From an optimization exercise on the open Yosys and OpenROAD flow, aimed at small area, a short achievable clock period and few clock cycles; shortcuts taken in it are not production practice.
The RTL was checked by simulation tests, not by an equivalence proof against the original design.
No activity file was given, so power comes from the tool's default toggle rates.

--- flow/design.v ---
module cv_unit (
    input  wire        clk,
    input  wire        rst,           
    input  wire        engine_held,   
    input  wire        req_valid,
    output wire        req_ready,
    input  wire        req_write,
    input  wire [11:0] req_addr,      
    input  wire [1:0]  req_size,      
    input  wire [63:0] req_wdata,     
    output reg         rsp_valid,
    output wire [63:0] rsp_rdata,
    output reg         host_event
);
    reg  [1:0]  poly;
    reg         use_seed;
    reg  [63:0] seed;
    reg  [63:0] state;              
    reg  [63:0] count;
    reg         p_k1, p_k2, p_k4;   
    reg  [31:0] p_data;             
    reg         p_restart;
    reg         p_hold;             
    reg  [2:0]  r_data;             
    reg  [3:0]  r_seed;
    reg  [3:0]  r_cnt;
    reg  [1:0]  r_res01;
    reg  [3:0]  r_res2;
    reg         r_res3;
    assign req_ready = 1'b1;
    wire       d_event, d_read, d_restart, d_config, d_seed_lo, d_seed_hi;
    wire       d_k1, d_k2, d_k4, d_hold;
    wire [31:0] d_data;
    wire [3:0] d_sel;
    wire [3:0] d_seed;
    wire [3:0] d_cnt;
    wire [1:0] d_res01;
    wire [3:0] d_res2;
    wire       d_res3;
    cv_unit_dec_event u_dec_event (
        .rst(rst), .engine_held(engine_held), .req_valid(req_valid),
        .req_write(req_write), .req_addr(req_addr), .req_size(req_size),
        .busy(1'b0), .cfg_bad(req_wdata[2]), .poly(poly),
        .event_o(d_event)
    );
    cv_unit_dec_config u_dec_config (
        .rst(rst), .engine_held(engine_held), .req_valid(req_valid),
        .req_write(req_write), .req_addr(req_addr), .req_size(req_size),
        .busy(1'b0), .cfg_bad(req_wdata[2]), .poly(poly),
        .restart_o(d_restart), .config_o(d_config)
    );
    cv_unit_dec_seed u_dec_seed (
        .rst(rst), .engine_held(engine_held), .req_valid(req_valid),
        .req_write(req_write), .req_addr(req_addr), .req_size(req_size),
        .busy(1'b0), .cfg_bad(req_wdata[2]), .poly(poly),
        .seed_lo_o(d_seed_lo), .seed_hi_o(d_seed_hi)
    );
    cv_unit_dec_feed u_dec_feed (
        .rst(rst), .engine_held(engine_held), .req_valid(req_valid),
        .req_write(req_write), .req_addr(req_addr), .req_size(req_size),
        .busy(1'b0), .cfg_bad(req_wdata[2]), .poly(poly),
        .k1_o(d_k1), .k2_o(d_k2), .k4_o(d_k4), .hold_o(d_hold)
    );
    cv_unit_dec_read u_dec_read (
        .rst(rst), .engine_held(engine_held), .req_valid(req_valid),
        .req_write(req_write), .req_addr(req_addr), .req_size(req_size),
        .busy(1'b0), .cfg_bad(req_wdata[2]), .poly(poly),
        .read_o(d_read), .sel_o(d_sel), .seed_o(d_seed), .cnt_o(d_cnt),
        .res01_o(d_res01), .res2_o(d_res2), .res3_o(d_res3)
    );
    cv_unit_align u_align (
        .req_addr(req_addr[1:0]), .req_size(req_size), .req_wdata(req_wdata[31:0]), .data_o(d_data)
    );
    wire [63:0] state_next, count_next;
    cv_unit_crc u_crc (
        .state(state), .poly(poly), .use_seed(use_seed), .seed(seed),
        .k1(p_k1), .k2(p_k2), .k4(p_k4), .data(p_data),
        .restart(p_restart), .hold(p_hold), .state_next(state_next)
    );
    cv_unit_count u_count (
        .count(count), .k1(p_k1), .k2(p_k2), .k4(p_k4), .restart(p_restart), .count_next(count_next)
    );
    cv_unit_result u_result (
        .data(r_data), .seed_sel(r_seed), .cnt_sel(r_cnt),
        .res01(r_res01), .res2(r_res2), .res3(r_res3),
        .seed(seed), .count(count), .state(state), .rdata(rsp_rdata)
    );
    always @(posedge clk) begin
        state     <= state_next;
        count     <= count_next;
        p_data    <= d_data;
        r_data    <= {d_sel[0] && use_seed,
                      d_sel[0] && poly[1] || d_sel[3] && engine_held,
                      d_sel[0] && poly[0]};
        r_seed    <= d_seed;
        r_cnt     <= d_cnt;
        r_res01   <= d_res01;
        r_res2    <= d_res2;
        r_res3    <= d_res3;
    end
    always @(posedge clk) begin
        if (rst) begin
            poly       <= 2'd1;
            use_seed   <= 1'b0;
            seed       <= 64'h0;
            p_k1       <= 1'b0;
            p_k2       <= 1'b0;
            p_k4       <= 1'b0;
            p_restart  <= 1'b1;
            p_hold     <= 1'b0;
            rsp_valid  <= 1'b0;
            host_event <= 1'b0;
        end else begin
            host_event <= d_event;
            rsp_valid  <= d_read;
            p_k1       <= d_k1;
            p_k2       <= d_k2;
            p_k4       <= d_k4;
            p_restart  <= d_restart;
            p_hold     <= d_hold;
            if (d_config) begin
                poly     <= req_wdata[1:0];
                use_seed <= req_wdata[8];
            end
            if (d_seed_lo) seed[31:0]  <= req_wdata[31:0];
            if (d_seed_hi) seed[63:32] <= req_wdata[63:32];
        end
    end
endmodule
module cv_unit_dec_event (
    input  wire        rst,
    input  wire        engine_held,
    input  wire        req_valid,
    input  wire        busy,          
    input  wire        req_write,
    input  wire [11:0] req_addr,
    input  wire [1:0]  req_size,
    input  wire        cfg_bad,       
    input  wire [1:0]  poly,
    output wire        event_o    
);
    localparam [8:0] R_FEED = 9'h020;
    wire [2:0] lane = req_addr[2:0];
    wire [1:0] size = req_size;
    wire low_win    = (req_addr[11:6] == 6'd0);
    wire at_config  = low_win && (req_addr[5:3] == 3'd0);
    wire at_seed    = low_win && (req_addr[5:3] == 3'd1);
    wire at_result  = low_win && (req_addr[5:3] == 3'd2);
    wire at_count   = low_win && (req_addr[5:3] == 3'd3);
    wire at_status  = low_win && (req_addr[5:3] == 3'd4);
    wire at_restart = low_win && (req_addr[5:3] == 3'd5);
    wire at_feed    = (req_addr[11:3] == R_FEED) && !lane[2];
    wire ok48 = size[1] && (lane[1:0] == 2'b00) && !(size[0] && lane[2]);
    wire ok124 = (size == 2'd0) || (size == 2'd1 && !lane[0]) || (size == 2'd2 && lane[1:0] == 2'b00);
    wire size_ok = (req_write && at_feed) ? ok124 : ok48;
    wire wr_feed    = req_write && at_feed && ok124;
    wire wr_config  = req_write && ok48 && at_config && !lane[2];
    wire wr_restart = req_write && ok48 && at_restart;
    wire held_drop  = engine_held && (wr_feed || wr_config || wr_restart);
    wire accept = req_valid && !rst && !busy;
    wire feed   = accept && wr_feed && !engine_held;
    assign event_o   = accept && (!size_ok || held_drop || (wr_config && cfg_bad));
endmodule
module cv_unit_dec_config (
    input  wire        rst,
    input  wire        engine_held,
    input  wire        req_valid,
    input  wire        busy,          
    input  wire        req_write,
    input  wire [11:0] req_addr,
    input  wire [1:0]  req_size,
    input  wire        cfg_bad,       
    input  wire [1:0]  poly,
    output wire        restart_o,     
    output wire        config_o    
);
    localparam [8:0] R_FEED = 9'h020;
    wire [2:0] lane = req_addr[2:0];
    wire [1:0] size = req_size;
    wire low_win    = (req_addr[11:6] == 6'd0);
    wire at_config  = low_win && (req_addr[5:3] == 3'd0);
    wire at_seed    = low_win && (req_addr[5:3] == 3'd1);
    wire at_result  = low_win && (req_addr[5:3] == 3'd2);
    wire at_count   = low_win && (req_addr[5:3] == 3'd3);
    wire at_status  = low_win && (req_addr[5:3] == 3'd4);
    wire at_restart = low_win && (req_addr[5:3] == 3'd5);
    wire at_feed    = (req_addr[11:3] == R_FEED) && !lane[2];
    wire ok48 = size[1] && (lane[1:0] == 2'b00) && !(size[0] && lane[2]);
    wire ok124 = (size == 2'd0) || (size == 2'd1 && !lane[0]) || (size == 2'd2 && lane[1:0] == 2'b00);
    wire size_ok = (req_write && at_feed) ? ok124 : ok48;
    wire wr_feed    = req_write && at_feed && ok124;
    wire wr_config  = req_write && ok48 && at_config && !lane[2];
    wire wr_restart = req_write && ok48 && at_restart;
    wire held_drop  = engine_held && (wr_feed || wr_config || wr_restart);
    wire accept = req_valid && !rst && !busy;
    wire feed   = accept && wr_feed && !engine_held;
    assign restart_o = accept && !engine_held && ((wr_config && !cfg_bad) || wr_restart);
    assign config_o  = accept && !engine_held && wr_config && !cfg_bad;
endmodule
module cv_unit_dec_seed (
    input  wire        rst,
    input  wire        engine_held,
    input  wire        req_valid,
    input  wire        busy,          
    input  wire        req_write,
    input  wire [11:0] req_addr,
    input  wire [1:0]  req_size,
    input  wire        cfg_bad,       
    input  wire [1:0]  poly,
    output wire        seed_lo_o,     
    output wire        seed_hi_o    
);
    localparam [8:0] R_FEED = 9'h020;
    wire [2:0] lane = req_addr[2:0];
    wire [1:0] size = req_size;
    wire low_win    = (req_addr[11:6] == 6'd0);
    wire at_config  = low_win && (req_addr[5:3] == 3'd0);
    wire at_seed    = low_win && (req_addr[5:3] == 3'd1);
    wire at_result  = low_win && (req_addr[5:3] == 3'd2);
    wire at_count   = low_win && (req_addr[5:3] == 3'd3);
    wire at_status  = low_win && (req_addr[5:3] == 3'd4);
    wire at_restart = low_win && (req_addr[5:3] == 3'd5);
    wire at_feed    = (req_addr[11:3] == R_FEED) && !lane[2];
    wire ok48 = size[1] && (lane[1:0] == 2'b00) && !(size[0] && lane[2]);
    wire ok124 = (size == 2'd0) || (size == 2'd1 && !lane[0]) || (size == 2'd2 && lane[1:0] == 2'b00);
    wire size_ok = (req_write && at_feed) ? ok124 : ok48;
    wire wr_feed    = req_write && at_feed && ok124;
    wire wr_config  = req_write && ok48 && at_config && !lane[2];
    wire wr_restart = req_write && ok48 && at_restart;
    wire held_drop  = engine_held && (wr_feed || wr_config || wr_restart);
    wire accept = req_valid && !rst && !busy;
    wire feed   = accept && wr_feed && !engine_held;
    assign seed_lo_o = accept && req_write && ok48 && at_seed && !lane[2];
    assign seed_hi_o = accept && req_write && ok48 && at_seed && (size[0] || lane[2]);
endmodule
module cv_unit_dec_feed (
    input  wire        rst,
    input  wire        engine_held,
    input  wire        req_valid,
    input  wire        busy,          
    input  wire        req_write,
    input  wire [11:0] req_addr,
    input  wire [1:0]  req_size,
    input  wire        cfg_bad,       
    input  wire [1:0]  poly,
    output wire        k1_o, k2_o, k4_o,    
    output wire        hold_o    
);
    localparam [8:0] R_FEED = 9'h020;
    wire [2:0] lane = req_addr[2:0];
    wire [1:0] size = req_size;
    wire low_win    = (req_addr[11:6] == 6'd0);
    wire at_config  = low_win && (req_addr[5:3] == 3'd0);
    wire at_seed    = low_win && (req_addr[5:3] == 3'd1);
    wire at_result  = low_win && (req_addr[5:3] == 3'd2);
    wire at_count   = low_win && (req_addr[5:3] == 3'd3);
    wire at_status  = low_win && (req_addr[5:3] == 3'd4);
    wire at_restart = low_win && (req_addr[5:3] == 3'd5);
    wire at_feed    = (req_addr[11:3] == R_FEED) && !lane[2];
    wire ok48 = size[1] && (lane[1:0] == 2'b00) && !(size[0] && lane[2]);
    wire ok124 = (size == 2'd0) || (size == 2'd1 && !lane[0]) || (size == 2'd2 && lane[1:0] == 2'b00);
    wire size_ok = (req_write && at_feed) ? ok124 : ok48;
    wire wr_feed    = req_write && at_feed && ok124;
    wire wr_config  = req_write && ok48 && at_config && !lane[2];
    wire wr_restart = req_write && ok48 && at_restart;
    wire held_drop  = engine_held && (wr_feed || wr_config || wr_restart);
    wire accept = req_valid && !rst && !busy;
    wire feed   = accept && wr_feed && !engine_held;
    assign k1_o = feed && (size == 2'd0);
    assign k2_o = feed && (size == 2'd1);
    assign k4_o = feed && size[1];
    assign hold_o = !feed && !(accept && !engine_held && ((wr_config && !cfg_bad) || wr_restart));
endmodule
module cv_unit_dec_read (
    input  wire        rst,
    input  wire        engine_held,
    input  wire        req_valid,
    input  wire        busy,          
    input  wire        req_write,
    input  wire [11:0] req_addr,
    input  wire [1:0]  req_size,
    input  wire        cfg_bad,       
    input  wire [1:0]  poly,
    output wire        read_o,        
    output wire [3:0]  sel_o,         
    output wire [3:0]  seed_o,        
    output wire [3:0]  cnt_o,
    output wire [1:0]  res01_o,       
    output wire [3:0]  res2_o,
    output wire        res3_o
);
    localparam [8:0] R_FEED = 9'h020;
    wire [2:0] lane = req_addr[2:0];
    wire [1:0] size = req_size;
    wire low_win    = (req_addr[11:6] == 6'd0);
    wire at_config  = low_win && (req_addr[5:3] == 3'd0);
    wire at_seed    = low_win && (req_addr[5:3] == 3'd1);
    wire at_result  = low_win && (req_addr[5:3] == 3'd2);
    wire at_count   = low_win && (req_addr[5:3] == 3'd3);
    wire at_status  = low_win && (req_addr[5:3] == 3'd4);
    wire at_restart = low_win && (req_addr[5:3] == 3'd5);
    wire at_feed    = (req_addr[11:3] == R_FEED) && !lane[2];
    wire ok48 = size[1] && (lane[1:0] == 2'b00) && !(size[0] && lane[2]);
    wire ok124 = (size == 2'd0) || (size == 2'd1 && !lane[0]) || (size == 2'd2 && lane[1:0] == 2'b00);
    wire size_ok = (req_write && at_feed) ? ok124 : ok48;
    wire wr_feed    = req_write && at_feed && ok124;
    wire wr_config  = req_write && ok48 && at_config && !lane[2];
    wire wr_restart = req_write && ok48 && at_restart;
    wire held_drop  = engine_held && (wr_feed || wr_config || wr_restart);
    wire accept = req_valid && !rst && !busy;
    wire feed   = accept && wr_feed && !engine_held;
    assign read_o    = accept && !req_write;
    assign sel_o   = {ok48 && at_status, ok48 && at_count, ok48 && at_seed, ok48 && at_config};
    assign seed_o  = {4{ok48 && at_seed}};
    assign cnt_o   = {4{ok48 && at_count}};
    assign res01_o = {2{ok48 && at_result && !poly[1]}};
    assign res2_o  = {4{ok48 && at_result && (poly == 2'd2)}};
    assign res3_o  = ok48 && at_result && (poly == 2'd3);
endmodule
module cv_unit_align (
    input  wire [1:0]  req_addr,
    input  wire [1:0]  req_size,
    input  wire [31:0] req_wdata,
    output reg  [31:0] data_o
);
    always @(*) begin
        case (req_size)
            2'd0:    data_o = {24'h0, req_wdata[8*req_addr +: 8]};
            2'd1:    data_o = req_addr[1] ? {16'h0, req_wdata[23:16], req_wdata[31:24]}
                                          : {16'h0, req_wdata[7:0],   req_wdata[15:8]};
            default: data_o = {req_wdata[7:0], req_wdata[15:8], req_wdata[23:16], req_wdata[31:24]};
        endcase
    end
endmodule
module cv_unit_count (
    input  wire [63:0] count,
    input  wire        k1, k2, k4,    
    input  wire        restart,
    output wire [63:0] count_next
);
    assign count_next = {64{!restart}} & (count + {61'h0, k4, k2, k1});
endmodule
module cv_unit_crc (
    input  wire [63:0] state,
    input  wire [1:0]  poly,
    input  wire        use_seed,
    input  wire [63:0] seed,
    input  wire        k1, k2, k4,    
    input  wire [31:0] data,          
    input  wire        restart,
    input  wire        hold,          
    output wire [63:0] state_next
);
    wire [31:0] y;
    assign y[31:16] = {16{k4}} & (state[63:48] ^ data[31:16]);
    assign y[15:8]  = {8{k4}} & (state[47:40] ^ data[15:8]) |
                      {8{k2}} & (state[63:56] ^ data[15:8]);
    assign y[7:0]   = {8{k4}} & (state[39:32] ^ data[7:0]) |
                      {8{k2}} & (state[55:48] ^ data[7:0]) |
                      {8{k1}} & (state[63:56] ^ data[7:0]);
    wire [63:0] shifted = {64{hold}} & state |
                          {64{k4}} & {state[31:0], 32'h0} |
                          {64{k2}} & {state[47:0], 16'h0} |
                          {64{k1}} & {state[55:0], 8'h0};
    wire [63:32] m0;
    wire [63:32] m1;
    wire [63:0]  m2;
    wire [63:48] m3;
    wire x32 = y[4] ^ y[24];
    wire x33 = y[8] ^ y[15];
    wire x34 = y[9] ^ y[16];
    wire x35 = y[17] ^ y[30];
    wire x36 = y[7] ^ y[11];
    wire x37 = y[1] ^ y[5];
    wire x38 = y[2] ^ y[18];
    wire x39 = y[22] ^ y[28];
    wire x40 = y[23] ^ y[29];
    wire x41 = y[12] ^ y[26];
    wire x42 = y[20] ^ y[31];
    wire x43 = y[3] ^ y[19];
    wire x44 = y[0] ^ y[13];
    wire x45 = y[10] ^ y[14];
    wire x46 = y[21] ^ y[27];
    wire x47 = y[6] ^ y[25];
    wire x48 = x32 ^ x33;
    wire x49 = x34 ^ x37;
    wire x50 = y[6] ^ x38;
    wire x51 = y[14] ^ x36;
    wire x52 = y[18] ^ x35;
    wire x53 = y[25] ^ x40;
    wire x54 = y[28] ^ x41;
    wire x55 = y[13] ^ y[24];
    wire x56 = y[5] ^ x44;
    wire x57 = y[10] ^ x36;
    wire x58 = y[21] ^ x43;
    wire x59 = y[9] ^ y[20];
    wire x60 = y[15] ^ y[17];
    wire x61 = y[26] ^ y[27];
    wire x62 = y[0] ^ x39;
    wire x63 = y[29] ^ x45;
    wire x64 = y[1] ^ y[19];
    wire x65 = y[7] ^ x35;
    wire x66 = y[8] ^ x42;
    wire x67 = y[5] ^ y[22];
    wire x68 = y[12] ^ y[27];
    wire x69 = y[15] ^ y[30];
    wire x70 = y[23] ^ x45;
    wire x71 = y[31] ^ x33;
    wire x72 = y[2] ^ y[6];
    wire x73 = y[11] ^ y[19];
    wire x74 = y[3] ^ x38;
    wire x75 = y[21] ^ x39;
    wire x76 = y[25] ^ x34;
    wire x77 = y[4] ^ x43;
    wire x78 = y[12] ^ x46;
    wire x79 = y[16] ^ x32;
    wire x80 = x34 ^ x40;
    wire x81 = x37 ^ x47;
    wire x82 = y[2] ^ y[14];
    wire x83 = y[5] ^ y[30];
    wire x84 = y[7] ^ y[10];
    wire x85 = y[13] ^ y[18];
    wire x86 = y[15] ^ y[31];
    wire x87 = y[24] ^ y[26];
    wire x88 = y[23] ^ x46;
    wire x89 = x44 ^ x49;
    wire x90 = y[0] ^ y[22];
    wire x91 = y[3] ^ y[11];
    wire x92 = y[4] ^ y[17];
    wire x93 = y[4] ^ y[20];
    wire x94 = y[21] ^ y[28];
    wire x95 = y[25] ^ y[29];
    wire x96 = y[28] ^ y[31];
    wire x97 = y[17] ^ x41;
    wire x98 = x32 ^ x39;
    wire x99 = y[1] ^ y[6];
    wire x100 = y[4] ^ y[23];
    wire x101 = y[8] ^ y[27];
    wire x102 = y[10] ^ y[16];
    wire x103 = y[11] ^ y[14];
    wire x104 = y[12] ^ y[22];
    wire x105 = y[16] ^ y[31];
    wire x106 = y[1] ^ x35;
    wire x107 = y[6] ^ x42;
    wire x108 = y[7] ^ x40;
    wire x109 = y[20] ^ x33;
    wire x110 = y[29] ^ x43;
    wire x111 = x32 ^ x47;
    wire x112 = x42 ^ x44;
    wire x113 = y[0] ^ y[16];
    wire x114 = y[3] ^ y[18];
    wire x115 = y[7] ^ y[19];
    wire x116 = y[12] ^ y[17];
    wire x117 = y[13] ^ y[23];
    wire x118 = y[15] ^ y[25];
    wire x119 = y[18] ^ y[27];
    wire x120 = y[20] ^ y[21];
    wire x121 = y[1] ^ x46;
    wire x122 = y[9] ^ x38;
    wire x123 = y[10] ^ x59;
    wire x124 = y[11] ^ x55;
    wire x125 = y[24] ^ x45;
    wire x126 = y[30] ^ x61;
    wire x127 = x36 ^ x68;
    wire x128 = x37 ^ x44;
    wire x129 = x51 ^ x53;
    wire x130 = y[0] ^ y[19];
    wire x131 = y[0] ^ y[28];
    wire x132 = y[2] ^ y[7];
    wire x133 = y[2] ^ y[17];
    wire x134 = y[2] ^ y[30];
    wire x135 = y[3] ^ y[13];
    wire x136 = y[3] ^ y[29];
    wire x137 = y[6] ^ y[30];
    wire x138 = y[7] ^ y[23];
    wire x139 = y[8] ^ y[31];
    wire x140 = y[10] ^ y[20];
    wire x141 = y[12] ^ y[13];
    wire x142 = y[13] ^ y[28];
    wire x143 = y[14] ^ y[19];
    wire x144 = y[16] ^ y[22];
    wire x145 = y[16] ^ y[24];
    wire x146 = y[22] ^ y[27];
    wire x147 = y[25] ^ y[30];
    wire x148 = y[26] ^ y[31];
    wire x149 = y[17] ^ x38;
    wire x150 = y[19] ^ x39;
    wire x151 = y[21] ^ x42;
    wire x152 = y[25] ^ x46;
    wire x153 = x32 ^ x67;
    wire x154 = x34 ^ x64;
    wire x155 = x35 ^ x41;
    wire x156 = x37 ^ x41;
    wire x157 = x40 ^ x43;
    wire x158 = x45 ^ x46;
    wire x159 = x42 ^ x50;
    wire x160 = x48 ^ x56;
    wire x161 = x48 ^ x58;
    wire x162 = x55 ^ x63;
    wire x163 = y[0] ^ x37;
    wire x164 = y[1] ^ x38;
    wire x165 = y[1] ^ x61;
    wire x166 = y[2] ^ x35;
    wire x167 = y[2] ^ x59;
    wire x168 = y[4] ^ x40;
    wire x169 = y[5] ^ x45;
    wire x170 = y[6] ^ x45;
    wire x171 = y[8] ^ x35;
    wire x172 = y[8] ^ x94;
    wire x173 = y[13] ^ x42;
    wire x174 = y[14] ^ x41;
    wire x175 = y[14] ^ x104;
    wire x176 = y[18] ^ x43;
    wire x177 = y[18] ^ x47;
    wire x178 = y[19] ^ x47;
    wire x179 = y[20] ^ x39;
    wire x180 = y[20] ^ x67;
    wire x181 = y[21] ^ x41;
    wire x182 = y[21] ^ x64;
    wire x183 = y[22] ^ x60;
    wire x184 = y[23] ^ x84;
    wire x185 = y[25] ^ x38;
    wire x186 = y[26] ^ x36;
    wire x187 = y[26] ^ x42;
    wire x188 = y[26] ^ x44;
    wire x189 = y[26] ^ x73;
    wire x190 = y[27] ^ x73;
    wire x191 = y[29] ^ x90;
    wire x192 = y[31] ^ x67;
    wire x193 = x33 ^ x42;
    wire x194 = x33 ^ x47;
    wire x195 = x34 ^ x36;
    wire x196 = x34 ^ x60;
    wire x197 = x34 ^ x69;
    wire x198 = x39 ^ x60;
    wire x199 = x39 ^ x68;
    wire x200 = x39 ^ x102;
    wire x201 = x40 ^ x59;
    wire x202 = x40 ^ x93;
    wire x203 = x41 ^ x146;
    wire x204 = x60 ^ x61;
    wire x205 = x82 ^ x101;
    wire x206 = x86 ^ x90;
    wire x207 = y[24] ^ x53;
    wire x208 = x49 ^ x77;
    wire x209 = x52 ^ x78;
    wire x210 = x54 ^ x80;
    wire x211 = x54 ^ x88;
    wire x212 = x58 ^ x65;
    wire x213 = x71 ^ x100;
    wire x214 = y[3] ^ x51;
    wire x215 = y[3] ^ x63;
    wire x216 = y[5] ^ x98;
    wire x217 = y[6] ^ x127;
    wire x218 = y[11] ^ x123;
    wire x219 = y[12] ^ x52;
    wire x220 = y[13] ^ x63;
    wire x221 = y[16] ^ x57;
    wire x222 = y[18] ^ x48;
    wire x223 = y[24] ^ x51;
    wire x224 = y[31] ^ x62;
    wire x225 = x33 ^ x52;
    wire x226 = x33 ^ x58;
    wire x227 = x35 ^ x75;
    wire x228 = x35 ^ x128;
    wire x229 = x37 ^ x50;
    wire x230 = x37 ^ x52;
    wire x231 = x40 ^ x65;
    wire x232 = x41 ^ x62;
    wire x233 = x43 ^ x52;
    wire x234 = x44 ^ x71;
    wire x235 = x48 ^ x95;
    wire x236 = x48 ^ x120;
    wire x237 = x50 ^ x64;
    wire x238 = x50 ^ x92;
    wire x239 = x53 ^ x77;
    wire x240 = x53 ^ x79;
    wire x241 = x54 ^ x70;
    wire x242 = x56 ^ x65;
    wire x243 = x56 ^ x66;
    wire x244 = x56 ^ x88;
    wire x245 = x57 ^ x62;
    wire x246 = x57 ^ x74;
    wire x247 = x62 ^ x74;
    wire x248 = x67 ^ x178;
    wire x249 = x69 ^ x186;
    wire x250 = x70 ^ x107;
    wire x251 = x71 ^ x87;
    wire x252 = x72 ^ x198;
    wire x253 = x74 ^ x81;
    wire x254 = x76 ^ x85;
    wire x255 = x78 ^ x106;
    wire x256 = x79 ^ x110;
    wire x257 = x80 ^ x82;
    wire x258 = x85 ^ x97;
    wire x259 = x98 ^ x157;
    wire x260 = x115 ^ x172;
    wire x261 = y[20] ^ x89;
    wire x262 = y[24] ^ x89;
    wire x263 = y[31] ^ x129;
    wire x264 = x40 ^ x89;
    wire x265 = x75 ^ x160;
    wire x266 = x75 ^ x162;
    wire x267 = x76 ^ x243;
    wire x268 = x110 ^ x159;
    assign m0[32] = (x242 ^ ((x61 ^ (y[16] ^ x38)) ^ x213));
    assign m0[33] = ((((y[0] ^ y[15]) ^ x43) ^ x122) ^ (x155 ^ x81));
    assign m0[34] = ((x84 ^ x112) ^ (x77 ^ (x165 ^ x50)));
    assign m0[35] = (x161 ^ (x156 ^ (x42 ^ (x147 ^ x36))));
    assign m0[36] = ((x59 ^ (y[14] ^ x137)) ^ x265);
    assign m0[37] = ((x125 ^ x206) ^ (x81 ^ ((y[21] ^ y[9]) ^ x108)));
    assign m0[38] = (x224 ^ (x70 ^ (x99 ^ x127)));
    assign m0[39] = (((y[1] ^ x55) ^ x126) ^ x263);
    assign m0[40] = (x213 ^ (x58 ^ ((x103 ^ x131) ^ x185)));
    assign m0[41] = (x208 ^ (x191 ^ (x41 ^ x109)));
    assign m0[42] = (x228 ^ (x88 ^ ((x32 ^ x72) ^ x123)));
    assign m0[43] = (x253 ^ (x75 ^ ((x139 ^ x36) ^ x125)));
    assign m0[44] = (x259 ^ (x51 ^ (x137 ^ ((y[31] ^ y[9]) ^ x101))));
    assign m0[45] = (((x32 ^ x61) ^ x108) ^ (x167 ^ x169));
    assign m0[46] = ((x169 ^ x181) ^ (x91 ^ (x105 ^ x72)));
    assign m0[47] = (x217 ^ (x79 ^ (x135 ^ x183)));
    assign m0[48] = ((x87 ^ (y[8] ^ x64)) ^ (x179 ^ (x108 ^ x170)));
    assign m0[49] = (x223 ^ (x151 ^ x210));
    assign m0[50] = ((x133 ^ x148) ^ x266);
    assign m0[51] = (((y[14] ^ x119) ^ x53) ^ (x91 ^ (x144 ^ x69)));
    assign m0[52] = (((x130 ^ x35) ^ x54) ^ x213);
    assign m0[53] = (((y[29] ^ x119) ^ x66) ^ x262);
    assign m0[54] = (((x47 ^ x94) ^ x125) ^ (x154 ^ x166));
    assign m0[55] = (x246 ^ (x187 ^ (x95 ^ x183)));
    assign m0[56] = (((x147 ^ x82) ^ (y[27] ^ x145)) ^ (x54 ^ x71));
    assign m0[57] = ((x204 ^ x76) ^ (x96 ^ (x136 ^ x44)));
    assign m0[58] = ((x52 ^ x63) ^ (x79 ^ (x131 ^ x165)));
    assign m0[59] = (((x37 ^ x38) ^ (x86 ^ x95)) ^ ((y[28] ^ x35) ^ x190));
    assign m0[60] = (((y[30] ^ x113) ^ x54) ^ x268);
    assign m0[61] = (x256 ^ (x65 ^ (x121 ^ x173)));
    assign m0[62] = (x222 ^ (x97 ^ (x46 ^ x180)));
    assign m0[63] = (x244 ^ (x177 ^ (y[9] ^ x150)));
    assign m1[32] = (((x41 ^ x106) ^ x257) ^ (x75 ^ (x124 ^ x194)));
    assign m1[33] = (((x53 ^ x65) ^ x234) ^ (x74 ^ ((y[9] ^ x45) ^ x203)));
    assign m1[34] = ((x149 ^ x63) ^ (x76 ^ ((y[22] ^ x68) ^ x124)));
    assign m1[35] = (x241 ^ ((x118 ^ x124) ^ x233));
    assign m1[36] = (x235 ^ (x174 ^ ((x119 ^ x73) ^ x112)));
    assign m1[37] = ((x54 ^ ((x143 ^ x69) ^ x152)) ^ x261);
    assign m1[38] = (x252 ^ ((x121 ^ x63) ^ (x87 ^ x112)));
    assign m1[39] = (x247 ^ (((x145 ^ x69) ^ x121) ^ x129));
    assign m1[40] = ((x175 ^ ((x47 ^ x60) ^ x157)) ^ x262);
    assign m1[41] = ((x93 ^ x164) ^ ((x188 ^ x194) ^ (x65 ^ x70)));
    assign m1[42] = ((x209 ^ x216) ^ (y[9] ^ x129));
    assign m1[43] = (((y[10] ^ y[3]) ^ x128) ^ x238);
    assign m1[44] = ((x51 ^ x77) ^ x229);
    assign m1[45] = (x231 ^ ((x66 ^ x81) ^ (y[26] ^ x62)));
    assign m1[46] = ((y[7] ^ x111) ^ ((x176 ^ x196) ^ (x62 ^ x78)));
    assign m1[47] = ((x193 ^ x74) ^ (x84 ^ (x141 ^ x83)));
    assign m1[48] = (x211 ^ ((x112 ^ x57) ^ (x47 ^ (y[4] ^ x134))));
    assign m1[49] = (x244 ^ (((y[19] ^ x118) ^ x166) ^ (x51 ^ x79)));
    assign m1[50] = (x50 ^ ((x143 ^ x83) ^ x202));
    assign m1[51] = ((((y[24] ^ y[7]) ^ x83) ^ x107) ^ x226);
    assign m1[52] = (x212 ^ (((y[1] ^ x72) ^ x109) ^ x210));
    assign m1[53] = (x211 ^ ((y[18] ^ x118) ^ ((x55 ^ x59) ^ (x64 ^ x84))));
    assign m1[54] = (x255 ^ (x70 ^ (((y[15] ^ y[4]) ^ x91) ^ x173)));
    assign m1[55] = (((x105 ^ x38) ^ (y[12] ^ x103)) ^ x265);
    assign m1[56] = ((x232 ^ x239) ^ (x71 ^ (y[2] ^ x106)));
    assign m1[57] = (x89 ^ ((x126 ^ x168) ^ (x66 ^ x74)));
    assign m1[58] = (x208 ^ (x171 ^ ((x72 ^ x96) ^ x158)));
    assign m1[59] = ((x159 ^ x216) ^ (x57 ^ (x136 ^ x196)));
    assign m1[60] = ((x229 ^ x251) ^ (x75 ^ x221));
    assign m1[61] = (((x96 ^ x99) ^ x126) ^ (x195 ^ x48));
    assign m1[62] = (x208 ^ (x184 ^ ((y[22] ^ x33) ^ x126)));
    assign m1[63] = (x218 ^ (((y[24] ^ x69) ^ x110) ^ (x203 ^ x81)));
    assign m2[0] = (x260 ^ (x188 ^ ((x34 ^ x82) ^ x111)));
    assign m2[1] = (x256 ^ (((x140 ^ x46) ^ x128) ^ x252));
    assign m2[2] = ((x227 ^ x253) ^ (x51 ^ (y[16] ^ x202)));
    assign m2[3] = ((x161 ^ x231) ^ (x50 ^ (x41 ^ x192)));
    assign m2[4] = (x247 ^ (x88 ^ ((y[14] ^ x83) ^ x187)));
    assign m2[5] = ((x99 ^ (x46 ^ x86)) ^ x259);
    assign m2[6] = (((x132 ^ x83) ^ x179) ^ x240);
    assign m2[7] = (x257 ^ ((x96 ^ x77) ^ x242));
    assign m2[8] = (x230 ^ ((x107 ^ x48) ^ x215));
    assign m2[9] = (x251 ^ (x56 ^ (x103 ^ (y[30] ^ (y[18] ^ y[28])))));
    assign m2[10] = ((x44 ^ ((y[29] ^ y[31]) ^ x132)) ^ (x54 ^ (x121 ^ x48)));
    assign m2[11] = (((x39 ^ x95) ^ (y[30] ^ x135)) ^ (x205 ^ x49));
    assign m2[12] = ((x102 ^ x207) ^ (x212 ^ x234));
    assign m2[13] = (x237 ^ ((x36 ^ x112) ^ x227));
    assign m2[14] = ((x175 ^ x58) ^ (x66 ^ (x108 ^ x164)));
    assign m2[15] = (((x134 ^ x59) ^ (y[22] ^ x117)) ^ x161);
    assign m2[16] = ((y[3] ^ x151) ^ (x76 ^ (x153 ^ x70)));
    assign m2[17] = ((x195 ^ x56) ^ (x70 ^ ((x133 ^ x33) ^ x150)));
    assign m2[18] = ((x109 ^ x125) ^ (x80 ^ ((x91 ^ x99) ^ (y[18] ^ x116))));
    assign m2[19] = (x225 ^ (x54 ^ ((y[0] ^ y[11]) ^ x170)));
    assign m2[20] = ((x127 ^ x154) ^ (x86 ^ (y[29] ^ x85)));
    assign m2[21] = ((y[0] ^ x111) ^ (x65 ^ (x123 ^ x181)));
    assign m2[22] = (x224 ^ (((x32 ^ x45) ^ x190) ^ (x49 ^ x50)));
    assign m2[23] = ((((x45 ^ x91) ^ x97) ^ x236) ^ x264);
    assign m2[24] = (x245 ^ (((y[19] ^ y[27]) ^ x156) ^ x225));
    assign m2[25] = (x237 ^ ((x66 ^ x80) ^ (x68 ^ (y[11] ^ x142))));
    assign m2[26] = (x212 ^ (((y[12] ^ y[28]) ^ x167) ^ x162));
    assign m2[27] = (((x87 ^ x197) ^ x245) ^ x268);
    assign m2[28] = ((x239 ^ x255) ^ (x66 ^ x221));
    assign m2[29] = (x248 ^ (((x113 ^ x42) ^ x51) ^ x219));
    assign m2[30] = (x258 ^ (x182 ^ ((x138 ^ x33) ^ x107)));
    assign m2[31] = (x62 ^ ((x61 ^ x93) ^ x177));
    assign m2[32] = ((x111 ^ x205) ^ x264);
    assign m2[33] = (x228 ^ ((y[4] ^ x102) ^ x226));
    assign m2[34] = (x159 ^ (x49 ^ (x92 ^ (y[22] ^ x103))));
    assign m2[35] = (x241 ^ (((y[17] ^ x114) ^ x76) ^ x160));
    assign m2[36] = ((x204 ^ x49) ^ (x63 ^ ((x73 ^ x85) ^ x111)));
    assign m2[37] = (x218 ^ (x160 ^ x209));
    assign m2[38] = (((x139 ^ x32) ^ (x38 ^ x90)) ^ (x156 ^ x57));
    assign m2[39] = (x214 ^ ((x163 ^ x79) ^ x211));
    assign m2[40] = ((x60 ^ (x115 ^ x46)) ^ (x49 ^ (x174 ^ x191)));
    assign m2[41] = ((x109 ^ x200) ^ (x50 ^ ((y[27] ^ x117) ^ x106)));
    assign m2[42] = (x223 ^ ((x58 ^ x80) ^ (x96 ^ x149)));
    assign m2[43] = (x235 ^ ((x104 ^ x140) ^ x233));
    assign m2[44] = (x254 ^ (x189 ^ ((x100 ^ x83) ^ x151)));
    assign m2[45] = ((x199 ^ (x92 ^ (y[2] ^ x84))) ^ x267);
    assign m2[46] = (x240 ^ ((x163 ^ x57) ^ (x43 ^ x149)));
    assign m2[47] = (x261 ^ (x219 ^ (x94 ^ x214)));
    assign m2[48] = ((x220 ^ x238) ^ (x71 ^ (x104 ^ x182)));
    assign m2[49] = ((x43 ^ (x117 ^ x38)) ^ (x51 ^ (x180 ^ x197)));
    assign m2[50] = (x250 ^ ((y[16] ^ x116) ^ x161));
    assign m2[51] = (x254 ^ (x153 ^ (x60 ^ (x120 ^ x36))));
    assign m2[52] = ((x184 ^ x56) ^ (x98 ^ (x116 ^ x122)));
    assign m2[53] = (x246 ^ (x49 ^ (((y[0] ^ y[26]) ^ x94) ^ x168)));
    assign m2[54] = ((x155 ^ ((x36 ^ x39) ^ x152)) ^ (x215 ^ x89));
    assign m2[55] = ((x207 ^ x209) ^ (x57 ^ (x154 ^ x206)));
    assign m2[56] = ((x200 ^ x66) ^ (((y[23] ^ x64) ^ x124) ^ (x155 ^ x185)));
    assign m2[57] = (x217 ^ (((y[28] ^ x113) ^ x66) ^ (x92 ^ (x114 ^ x40))));
    assign m2[58] = (x260 ^ ((x32 ^ ((y[29] ^ y[9]) ^ x141)) ^ x230));
    assign m2[59] = ((x220 ^ x248) ^ (x66 ^ (y[30] ^ x122)));
    assign m2[60] = (x250 ^ ((y[9] ^ x58) ^ x249));
    assign m2[61] = (((x144 ^ x42) ^ x48) ^ (x57 ^ x78));
    assign m2[62] = ((x72 ^ (y[23] ^ x130)) ^ (x97 ^ (x153 ^ x51)));
    assign m2[63] = (((x114 ^ x138) ^ (x55 ^ x68)) ^ (x109 ^ x81));
    assign m3[48] = ((x93 ^ (x101 ^ x73)) ^ x232);
    assign m3[49] = (x78 ^ ((x142 ^ x37) ^ x201));
    assign m3[50] = ((y[30] ^ x72) ^ x266);
    assign m3[51] = (((y[22] ^ y[3]) ^ x69) ^ x263);
    assign m3[52] = (x48 ^ (x41 ^ ((y[23] ^ y[30]) ^ x105)));
    assign m3[53] = ((x98 ^ (x73 ^ x97)) ^ x267);
    assign m3[54] = (x258 ^ (x81 ^ (x158 ^ x201)));
    assign m3[55] = (x249 ^ ((x158 ^ x50) ^ (x55 ^ x150)));
    assign m3[56] = (x129 ^ (x199 ^ ((y[16] ^ x43) ^ x193)));
    assign m3[57] = (x236 ^ ((y[13] ^ x35) ^ x210));
    assign m3[58] = (x162 ^ ((x46 ^ x192) ^ (x52 ^ x76)));
    assign m3[59] = ((x86 ^ (x39 ^ x47)) ^ (x70 ^ (x189 ^ x52)));
    assign m3[60] = (x222 ^ (x62 ^ (x105 ^ x108)));
    assign m3[61] = (x207 ^ (x49 ^ (y[19] ^ x171)));
    assign m3[62] = (((y[10] ^ x35) ^ x122) ^ (x87 ^ (x42 ^ x47)));
    assign m3[63] = ((x148 ^ x152) ^ (x176 ^ x57));
    wire [63:0] m = {64{poly == 2'd0}} & {m0, 32'h0} |
                    {64{poly == 2'd1}} & {m1, 32'h0} |
                    {64{poly == 2'd2}} & m2 |
                    {64{poly == 2'd3}} & {m3, 48'h0};
    reg [63:0] restart_state;
    always @(*) begin
        case (poly)
            2'd0, 2'd1: restart_state = use_seed ? {~seed[7:0], ~seed[15:8], ~seed[23:16], ~seed[31:24], 32'h0}
                                                 : {32'hFFFF_FFFF, 32'h0};
            2'd2:       restart_state = use_seed ? seed : 64'h0;
            default:    restart_state = use_seed ? {seed[15:0], 48'h0} : {16'hFFFF, 48'h0};
        endcase
    end
    assign state_next = shifted ^ ({64{restart}} & restart_state) ^ m;
endmodule
module cv_unit_result (
    input  wire [2:0]  data,          
    input  wire [3:0]  seed_sel,      
    input  wire [3:0]  cnt_sel,
    input  wire [1:0]  res01,         
    input  wire [3:0]  res2,
    input  wire        res3,
    input  wire [63:0] seed,
    input  wire [63:0] count,
    input  wire [63:0] state,
    output wire [63:0] rdata
);
    wire [63:0] seed16 = {{16{seed_sel[3]}}, {16{seed_sel[2]}}, {16{seed_sel[1]}}, {16{seed_sel[0]}}};
    wire [63:0] cnt16  = {{16{cnt_sel[3]}},  {16{cnt_sel[2]}},  {16{cnt_sel[1]}},  {16{cnt_sel[0]}}};
    wire [63:0] res2_16 = {{16{res2[3]}}, {16{res2[2]}}, {16{res2[1]}}, {16{res2[0]}}};
    wire [31:0] r01 = {~state[39:32], ~state[47:40], ~state[55:48], ~state[63:56]};
    assign rdata = seed16 & seed | cnt16 & count | res2_16 & state |
                   {32'h0, {{16{res01[1]}}, {16{res01[0]}}} & r01} |
                   {48'h0, {16{res3}} & state[63:48]} |
                   {55'h0, data[2], 6'h0, data[1:0]};
endmodule
--- flow/config.mk ---
export PLATFORM = sky130hd
export DESIGN_NAME = cv_unit
export DESIGN_NICKNAME = cv_unit
export VERILOG_FILES = /design/flow/design.v
export SDC_FILE = /design/flow/constraint.sdc
export NUM_CORES = 4
export LEC_CHECK = 0
export CAP_MARGIN = 20
export CORE_MARGIN = 2
export CORE_UTILIZATION = 40
export CTS_BUF_LIST = sky130_fd_sc_hd__clkbuf_8
export PLACE_DENSITY = 0.7
export SLEW_MARGIN = 20
export SYNTH_HIERARCHICAL = 1
--- flow/standard.sh ---
#!/bin/bash
# synth_recipe.tcl (not shown) runs the flow's synth.tcl, then flattens the netlist and writes it again
# the make line also repeats each setting of config.mk as NAME=value (left out here)
make -C /OpenROAD-flow-scripts/flow DESIGN_CONFIG=/design/flow/config.mk WORK_HOME=/design/flow/orfs CLKGATE_MAP_FILE= SYNTH_SCRIPT=/design/flow/synth_recipe.tcl "${@:-finish}"
--- flow/flow/run.sh ---
#!/bin/bash
set -euo pipefail
bash standard.sh SETUP_SLACK_MARGIN=6.5 "BUFFER_PORTS_ARGS=-buffer_cell sky130_fd_sc_hd__buf_1" finish > flow_make.log 2>&1
--- flow/constraint.sdc ---
create_clock -name core_clock -period 10.0 [get_ports {clk}]
set_input_delay 2.0000 -clock core_clock [delete_from_list [all_inputs] [get_ports {clk}]]
set_output_delay 2.0000 -clock core_clock [all_outputs]
set_load 0.01 [all_outputs]
==> results.sh, run 1 <==
export IMPL_status="complete, no violations"
export IMPL_power_frac_comb=0.130
export IMPL_wirelength_um=109000
export IMPL_tightestPinTransition_ns=0.987
export IMPL_critPathBufInv=1
export IMPL_min_period_over_period=0.381
export IMPL_max_cap_violations=0
export IMPL_p_leak_nw=10.4
export IMPL_postRouteAntennaNets=0
export IMPL_finalWorstSetupSlack_ns=6.19
export IMPL_crit_top_cell="xnor3_1"
export IMPL_vias=21900
export IMPL_power_frac_clock=0.420
export IMPL_drt_iter0_drc=3868
export IMPL_required_ns=10.45
export IMPL_drive_gt1_frac=0.219
export IMPL_cts_sinks=252
export IMPL_crit_type="reg -> reg"
export IMPL_crit_chain="xor2_1 -> a222oi_1 -> buf_4 -> xnor3_4 -> xnor2_2 -> xnor3_1 -> xnor3_1 -> nor2_1 -> a211oi_4 -> xnor2_1"
export IMPL_end_kind="flop"
export IMPL_rsz0062_at_grt="true"
export IMPL_die_area_um2=59900
export IMPL_grt_pass1_vias=20300
export IMPL_htree_levels=2
export IMPL_synth_warnings=9
export IMPL_grt_pass1_wl_um=151000
export IMPL_grt_util_met3=0.111
export IMPL_postLayoutCellArea_um2=27900
export IMPL_grt_usage=0.352
export IMPL_synth_cells=2547
export IMPL_crit_fanout=9
export IMPL_area_growth_pct=20.2
export IMPL_gp_congestion=1.08
export IMPL_finalClockSkew_ns=0.0455
export IMPL_final_min_clock_period_ns=3.81
export IMPL_cts_buffers=44
export IMPL_io_pins=150
export IMPL_pre_cts_ws_ns=5.33
export IMPL_fmax_mhz=263
export IMPL_cp_arrival_ns=4.25
export IMPL_clk_pin_slew_ns=0.06
export IMPL_setup_tns_final_ns=0
export IMPL_cts_root_buf="clkbuf_8"
export IMPL_p_sw_frac=0.300
export IMPL_nFillCells=5418
export IMPL_rows=88
export IMPL_setup_viol=0
export IMPL_avgSynthCellArea_um2=9.10
export IMPL_wire_per_inst_um=31.0
export IMPL_p_sw_w=0.000764
export IMPL_met2_usage=0.508
export IMPL_cts_tree="done"
export IMPL_cp_top_family="XOR/XNOR gates"
export IMPL_detail_route_drc_violations=0
export IMPL_synthesis_area_um2=23200
export IMPL_cpPeakStageDelay_ns=0.71
export IMPL_multiInputGateArea_um2=18300
export IMPL_grt_start_max_net_pins=81
export IMPL_grt_overflow_total=0
export IMPL_fp_dieH_um=245
export IMPL_powerDensity_nw_per_um2=91.2
export IMPL_place_hpwl_um=80500
export IMPL_via_per_inst=6.23
export IMPL_die_x_um=245
export IMPL_fin_cells=3519
export IMPL_hold_viol=0
export IMPL_nets=2805
export IMPL_relSlewSlack=0.341
export IMPL_worstHoldPathType="reg -> reg"
export IMPL_placedInstanceArea_um2=24400
export IMPL_slowest_stage="xnor3_4"
export IMPL_register_area_um2=5250
export IMPL_port_buffer_count=148
export IMPL_clockBufferDepth=3
export IMPL_coreArea_um2=57500
export IMPL_vdd_drop_max_v=0.0000828
export IMPL_start_util=0.403
export IMPL_start_kind="flop"
export IMPL_grt_antenna_before_repair=2
export IMPL_dr_pass1_iters=13
export IMPL_insertion_delay_ns=0.60
export IMPL_intPower_w=0.00178
export IMPL_global_route_usage_met1=0.459
export IMPL_drv_slew=0
export IMPL_dp_cells=3363
export IMPL_final_core_util=0.485
export IMPL_seqPwrFrac=0.450
export IMPL_busiest_layer="met2"
## path summary, 6_finish.rpt
| path | startpoint | endpoint | cells past startpoint | slack (ns) |
|---|---|---|---|---|
| max | state[55] | state[55] | 10 | 6.19 |
| min | count[63] | count[63] | 2 | 0.52 |
| max reg2reg | state[55] | state[55] | 10 | 6.19 |
| min reg2reg | count[63] | count[63] | 2 | 0.52 |
## sequential cells by signal, indices dropped and copies added (netlist names), 2 cells and up
name / cells
r_res01: 2
r_cnt: 4
state: 64
r_res2: 4
poly: 2
r_data: 3
count: 64
seed: 64
p_data: 32
r_seed: 4
## cell usage in the layout (no fill, tap or decap), drive strengths merged, types with 6 or more instances in the layout
cell	count
nand3	48
a22oi	69
and3	10
a211oi	7
a22o	44
a222oi	59
xnor3	85
xor3	6
or2	6
and2	27
mux2i	78
o211ai	19
nand2b	41
buf	281
a221o	10
nor4	12
a21oi	107
or3	22
clkbuf	65
conb	6
dfxtp	252
a221oi	42
nor3b	7
nand4	33
o21ai	32
nand2	160
nor2b	15
clkinv	8
xnor2	578
o22ai	17
or4	13
o31ai	12
inv	60
xor2	294
nor2	165
nor3	13
## metrics by stage
stage,hold slack [ns],total power [W]
3_5_place_dp,0.506,0.00144
3_3_place_gp,0.483,0.00143
6_report,0.522,0.00254
4_1_cts,0.522,0.00251
2_1_floorplan,0.450,0.00131
5_1_grt,0.541,0.00260
## timing repair
item / 4_1_cts / 5_1_grt
hold endpoints to repair: 0 / 0
endpoints found under the setup margin: 214 / 131
hold buffers: 0 / 0
buffers inserted: 44 / 29
pin swaps: 60 / 51
resized for setup: 340 / 114
## routing by layer
metal / vias to the layer above / routed length, µm
li1: 9178 / -
met1: 10500 / 40500
met2: 1801 / 44800
met3: 443 / 15600
met4: 4 / 8000
met5: - / 207
## cell type report
cell class,count,area share
Timing Repair Buffer,294,0.0778
Tap cell,765,0.0343
Inverter,48,0.00646
Clock buffer,53,0.0262
Multi-Input combinational cell,2078,0.658
Antenna cell,1,0.0000898
Sequential cell,252,0.188
Clock inverter,28,0.00875
## power groups by stage
stage | registers [W] | logic (W) | clock network (W)
floorplan | 0.00109 | 0.000220 | 0
global placement | 0.00115 | 0.000289 | 0
detailed placement | 0.00115 | 0.000292 | 0
CTS | 0.00113 | 0.000311 | 0.00107
global route | 0.00114 | 0.000347 | 0.00111
finish | 0.00115 | 0.000330 | 0.00107
## worst register-to-register path: cells and delay by family, from the launching register on
kind,cells,cell delay [ns]
AO/OA/AOI/OAI,2,0.78
flip-flops,1,0.52
buffers and inverters,1,0.32
XOR/XNOR,6,1.99
AND/OR/NAND/NOR,1,0.07
Testbench counts, summed over its fixed seeds: cycles 13,195.
==> inputs of run 2 (changes only) <==
==> flow/flow/run.sh (replaced) <==
#!/bin/bash
set -euo pipefail
bash standard.sh SETUP_SLACK_MARGIN=6.6 "BUFFER_PORTS_ARGS=-buffer_cell sky130_fd_sc_hd__buf_1" finish > flow_make.log 2>&1
--- a/flow/config.mk
+++ b/flow/config.mk
@@ -8,7 +8,6 @@
 export CAP_MARGIN = 20
 export CORE_MARGIN = 2
 export CORE_UTILIZATION = 40
-export CTS_BUF_LIST = sky130_fd_sc_hd__clkbuf_8
 export PLACE_DENSITY = 0.7
 export SLEW_MARGIN = 20
 export SYNTH_HIERARCHICAL = 1
==> results.sh, run 2 <==
export IMPL_coreArea_um2=57500
export IMPL_dr_pass1_iters=14
export IMPL_powerDensity_nw_per_um2=91.3
export IMPL_clockBufferDepth=3
export IMPL_io_pins=150
export IMPL_vias=22300
export IMPL_grt_antenna_before_repair=1
export IMPL_clk_pin_slew_ns=0.07
export IMPL_cts_root_buf="clkbuf_16"
export IMPL_start_kind="flop"
export IMPL_synthesis_area_um2=23200
export IMPL_wirelength_um=111000
export IMPL_via_per_inst=6.35
export IMPL_area_growth_pct=22.5
export IMPL_final_common_cell="xnor2_1"
export IMPL_die_x_um=245
export IMPL_rows=88
export IMPL_max_cap_violations=0
export IMPL_insertion_delay_ns=0.57
export IMPL_drv_slew=0
export IMPL_final_min_clock_period_ns=3.68
export IMPL_crit_type="reg -> reg"
export IMPL_fmax_mhz=272
export IMPL_port_buffer_count=148
export IMPL_required_ns=10.44
export IMPL_synth_cells=2547
export IMPL_postRouteAntennaNets=0
export IMPL_ctsHoldBuffers=0
export IMPL_hold_viol=0
export IMPL_drt_met1_wl_um=40700
export IMPL_end_kind="flop"
export IMPL_htree_levels=1
export IMPL_cts_sinks=252
export IMPL_nFillCells=5340
export IMPL_grt_start_max_net_pins=81
export IMPL_reg_top3="count x64, seed x64, state x64"
export IMPL_top_layer="met5"
export IMPL_cp_startpoint="state[55]"
export IMPL_gp_congestion=1.08
export IMPL_wl_met3_um=16400
export IMPL_setup_viol=0
export IMPL_tightestPinTransition_ns=0.972
export IMPL_finalClockSkew_ns=0.0136
export IMPL_finalWorstSetupSlack_ns=6.32
export IMPL_min_period_over_period=0.368
export IMPL_cts_buffers=29
export IMPL_setup_tns_final_ns=0
export IMPL_cts_tree="done"
export IMPL_detail_route_drc_violations=0
export IMPL_p_leak_nw=10.6
export IMPL_r2r_start="state[55]"
export IMPL_grt_pass1_wl_um=153000
export IMPL_nets=2819
export IMPL_postLayoutCellArea_um2=28400
export IMPL_grt_pass1_vias=20600
export IMPL_grt_overflow_total=0
export IMPL_die_area_um2=59900
export IMPL_start_util=0.403
export IMPL_relSlewSlack=0.352
export IMPL_status="complete, no violations"
export IMPL_cp_arrival_ns=4.12
export IMPL_met2_wirelength_um=45300
export IMPL_worstHoldPathType="reg -> reg"
export IMPL_placedInstanceArea_um2=24400
export IMPL_avgSynthCellArea_um2=9.10
export IMPL_place_hpwl_um=80500
export IMPL_vdd_drop_max_v=0.000139
export IMPL_grt_usage=0.356
export IMPL_pre_cts_ws_ns=5.33
export IMPL_drt_iter0_drc=4041
export IMPL_drive_gt1_frac=0.225
export IMPL_synth_warnings=9
export IMPL_hp_start="count[63]"
export IMPL_rsz0062_at_grt="true"
export IMPL_final_core_util=0.494
export IMPL_crit_fanout=9
export IMPL_wire_per_inst_um=31.4
export IMPL_layout_common_cells="xnor2_1, xor2_1, dfxtp_1, nor2_1, nand2_1"
export IMPL_fp_dieH_um=245
run 2: cell types whose count changed in the layout (fill, tap and decap cells not counted), moves of 8 or more:
cell / delta
dfxtp_2: -10
inv_1: -11
xor2_1: -8
clkbuf_8: -48
clkbuf_16: +29
buf_4: +27
run 2: where the power goes:
part           total, W  switching, W  internal, W
clock           0.00111      0.000462     0.000650
combinational  0.000333      0.000178     0.000155
sequential      0.00115      0.000110      0.00104
total           0.00259      0.000751      0.00184
run 2: timing repair:
action | CTS | global route
pin swaps | 69 | 54
setup buffers | 69 | 34
endpoints found under the hold margin | 0 | 0
resized for setup | 382 | 101
endpoints found under the setup margin | 222 | 120
run 2: worst max-delay path, stage by stage (launching register included):
cell and delay (ns):
dfxtp_2 0.51, xor2_1 0.14, a222oi_1 0.37, buf_4 0.34
xnor3_4 0.55, xnor2_2 0.32, xnor3_1 0.46, xnor3_1 0.21
nor2_1 0.07, a211oi_4 0.44, xnor2_1 0.13
run 2: through the flow:
stage / power, W / instances / hold WS [ns]
finish: 0.00259 / 3520 / 0.526
CTS: 0.00255 / 3485 / 0.523
global route: 0.00264 / 3520 / 0.550
global placement: 0.00143 / 3362 / 0.483
floorplan: 0.00131 / 2551 / 0.450
detailed placement: 0.00144 / 3363 / 0.506
run 2: layout make-up:
class	instances	area, µm²	area share
flip-flops and latches	252	5250	0.185
diodes	1	2.50	0.0000882
multi-input cells	2078	18600	0.655
inverters	48	180	0.00635
clock inverters	16	175	0.00617
well taps	765	957	0.0337
clock buffers	37	806	0.0284
repair buffers	323	2430	0.0856
run 2: routing by layer:
layer / up-vias / GRT usage
li1: 9204 / -
met1: 10700 / 0.463
met2: 1968 / 0.514
met3: 468 / 0.116
met4: 4 / 0.208
met5: - / 0.00408
run 2: worst paths after layout:
| path | end | slack, ns | depth (start not counted) |
|---|---|---|---|
| max | state[55] | 6.32 | 10 |
| min | count[63] | 0.53 | 2 |
| max reg2reg | state[55] | 6.32 | 10 |
| min reg2reg | count[63] | 0.53 | 2 |

## afterwards: timing with drivers on the ports
No port has a modelled driver above. Below, the same layouts with a new extraction and two added sets of constraints.
Step 1: set_driving_cell puts a clkbuf_16 on clk and a buf_2 on each other input, an assumption about the parent block.
Step 2 also shifts input and output timing later by t, the mid clock arrival at the registers, as if the neighbouring blocks saw the same clock.
a / b / c = ideal ports / drivers / drivers and shift; a / b = the first two.
run	t (ns)	setup slack, ns	worst setup path at the end
run 1	0.619	6.194 / 6.194 / 6.008	input to register
run 2	0.608	6.320 / 6.287 / 6.106	input to register
After both steps every run listed still meets setup and hold. For run 2, which loses most, drivers alone change the setup slack by -0.033 ns; drivers and shift together by -0.214 ns.
